This design comes from an exercise in tuning for small area, a short achievable clock period and few clock cycles on the open sky130 flow, not from production work.
At most, simulation tests tie the RTL to the original design; equivalence was not proved.

// biquad
module biquad (
    input  wire        clk,
    input  wire        rst,         
    input  wire        in_valid,
    output reg         in_ready,
    input  wire [31:0] in_x,
    input  wire [31:0] in_b0,
    input  wire [31:0] in_b1,
    input  wire [31:0] in_b2,
    input  wire [31:0] in_a1,
    input  wire [31:0] in_a2,
    output reg         out_valid,
    output wire [31:0] out_y
);
For scale: ~52000 sq um of cells after synthesis.
clock: 20.0 ns
lec_check: 0
cap_margin: 40
core_margin: 2
core_utilization: 40
place_density: 0.6
slew_margin: 40
standard.sh (not shown) runs the stock make flow with config.mk's settings and CLKGATE_MAP_FILE= SYNTH_SCRIPT=/design/flow/synth_recipe.tcl, a recipe that flattens the netlist after the stock synthesis.
==> flow/flow/run.sh <==
#!/bin/bash
# Standard layout (the standard.sh, unchanged synthesis). Timing repair
# up to clock tree synthesis aims for a larger setup margin on the worst
# path only; after global routing no further timing repair is asked for.
set -eo pipefail
cp config.mk config.orig.mk
SETUP_SLACK_MARGIN=13 TNS_END_PERCENT=0 bash standard.sh cts > standard_cts.log 2>&1
SETUP_SLACK_MARGIN=0 TNS_END_PERCENT=0 bash standard.sh > standard_finish.log 2>&1
Change:
--- a/flow/design.v
+++ b/flow/design.v
@@ -91,49 +91,14 @@
     endgenerate
     wire [W-1:0] c1 = g[L] | q[L];
     assign s0  = p ^ {g[L][W-2:0], 1'b0};
     assign s1  = p ^ {c1[W-2:0], 1'b1};
     assign co0 = g[L][W-1];
     assign co1 = c1[W-1];
 endmodule
-module bq_add2s #(parameter W = 26) (
-    input  wire [W-1:0] a,
-    input  wire [W-1:0] b,
-    output wire [W-1:0] s0,
-    output wire [W-1:0] s1,
-    output wire         co0,
-    output wire         co1
-);
-    localparam L = (W <= 2) ? 1 : (W <= 4) ? 2 : (W <= 8) ? 3 : (W <= 16) ? 4 : (W <= 32) ? 5 : (W <= 64) ? 6 : 7;
-    wire [W-1:0] p = a ^ b;
-    wire [W-1:0] g [0:L];
-    wire [W-1:0] q [0:L];
-    assign g[0] = a & b;
-    assign q[0] = p;
-    genvar l, i;
-    generate
-        for (l = 0; l < L; l = l + 1) begin : lv
-            for (i = 0; i < W; i = i + 1) begin : bt
-                if ((i >> l) & 1) begin : cm
-                    localparam integer J = ((i >> l) << l) - 1;
-                    assign g[l+1][i] = g[l][i] | (q[l][i] & g[l][J]);
-                    assign q[l+1][i] = q[l][i] & q[l][J];
-                end else begin : ps
-                    assign g[l+1][i] = g[l][i];
-                    assign q[l+1][i] = q[l][i];
-                end
-            end
-        end
-    endgenerate
-    wire [W-1:0] c1 = g[L] | q[L];
-    assign s0  = p ^ {g[L][W-2:0], 1'b0};
-    assign s1  = p ^ {c1[W-2:0], 1'b1};
-    assign co0 = g[L][W-1];
-    assign co1 = c1[W-1];
-endmodule
 module bq_ge8 (
     input  wire [7:0] a,
     input  wire [7:0] b,
     output wire       ge
 );
     wire [7:0] gt = a & ~b;
     wire [7:0] eq = ~(a ^ b);
@@ -451,15 +416,15 @@
     wire        f_ovf  = f_c ? (f_rc ? (f_x >= 8'd253) : (f_x >= 8'd254)) :
                          f_n ? (f_rc ? (f_x >= 8'd254) : 1'b0) : 1'b0;
     wire        f_tiny = ~f_c & ~f_n & (~f_sum[25] | (f_x == 8'd1));
     wire [31:0] f_r    = f_tiny ? 32'd0 :
                          f_ovf  ? {f_s, 8'hFF, 23'd0} : {f_s, f_e, f_frac};
     wire [23:0] n_m0, n_m1;
     wire        n_m0_co, n_m1_co;
-    bq_add2s #(.W(24)) u_nab (.a(ma), .b(~mb), .s0(n_m0), .s1(n_m1), .co0(n_m0_co), .co1(n_m1_co));
+    bq_add2 #(.W(24)) u_nab (.a(ma), .b(~mb), .s0(n_m0), .s1(n_m1), .co0(n_m0_co), .co1(n_m1_co));
     wire [24:0] n_d1a, n_d1b;
     wire        n_d1a_co, n_d1b_co;
     bq_adds #(.W(25)) u_nd1a (.a({ma, 1'b0}), .b(~{1'b0, mb}), .ci(1'b1), .s(n_d1a), .co(n_d1a_co));
     bq_adds #(.W(25)) u_nd1b (.a({mb, 1'b0}), .b(~{1'b0, ma}), .ci(1'b1), .s(n_d1b), .co(n_d1b_co));
     wire [24:0] n_d1 = a_ge ? n_d1a : n_d1b;
     wire [24:0] n_dv = d0 ? {(n_m1_co ? n_m1 : ~n_m0), 1'b0} : n_d1;
     wire        n_s  = d0 ? (n_m1_co ? sa : sb) : f_s;
Outcome: Die area hardly moves. Area after synthesis hardly moves. Clock skew climbs by 0.023 ns. Final area increases by 2.6%. Count of clock-buffer cells in the layout came out lower by 2. Fmax rose by 4.9%. Routed wire length went down by 3.1%. Worst setup slack improves by 0.39 ns. Worst hold slack gains 0.015 ns. Global-route usage decreases by 1.2 points. Flip-flop and latch count is unchanged. Synthesized cell count went down by 0.37%.
Testbench counts after the change, summed over its fixed seeds: cycles 60,008.
Only the layout flow was run in the first run of this note; the RTL was not checked for function there.

-- separate check: timing with driven ports --
How much do the figures lean on ideal ports? The routed layouts below were timed once more, with nothing changed but the port constraints. Step 1: set_driving_cell puts a clkbuf_16 on clk and a buf_2 on each other input, an assumption about the parent block. Step 2 times the ports against the registers' clock, not the clock port: input delays grow and output delays shrink by t, the midpoint of the rising clock arrivals with the driver on. a / b / c = ideal / step 1 / step 2; a / b = the first two.
run	shift t [ns]	setup slack, ns	hold slack, ns	latest minus earliest clock arrival (ns)	pins driven straight from the clock port
the first run	0.649	11.506 / 11.506 / 11.506	0.427 / 0.427 / 0.427	0.036 / 0.035	1
the second run	0.679	11.900 / 11.900 / 11.900	0.443 / 0.443 / 0.443	0.056 / 0.056	1
After both steps every run listed still meets setup and hold.
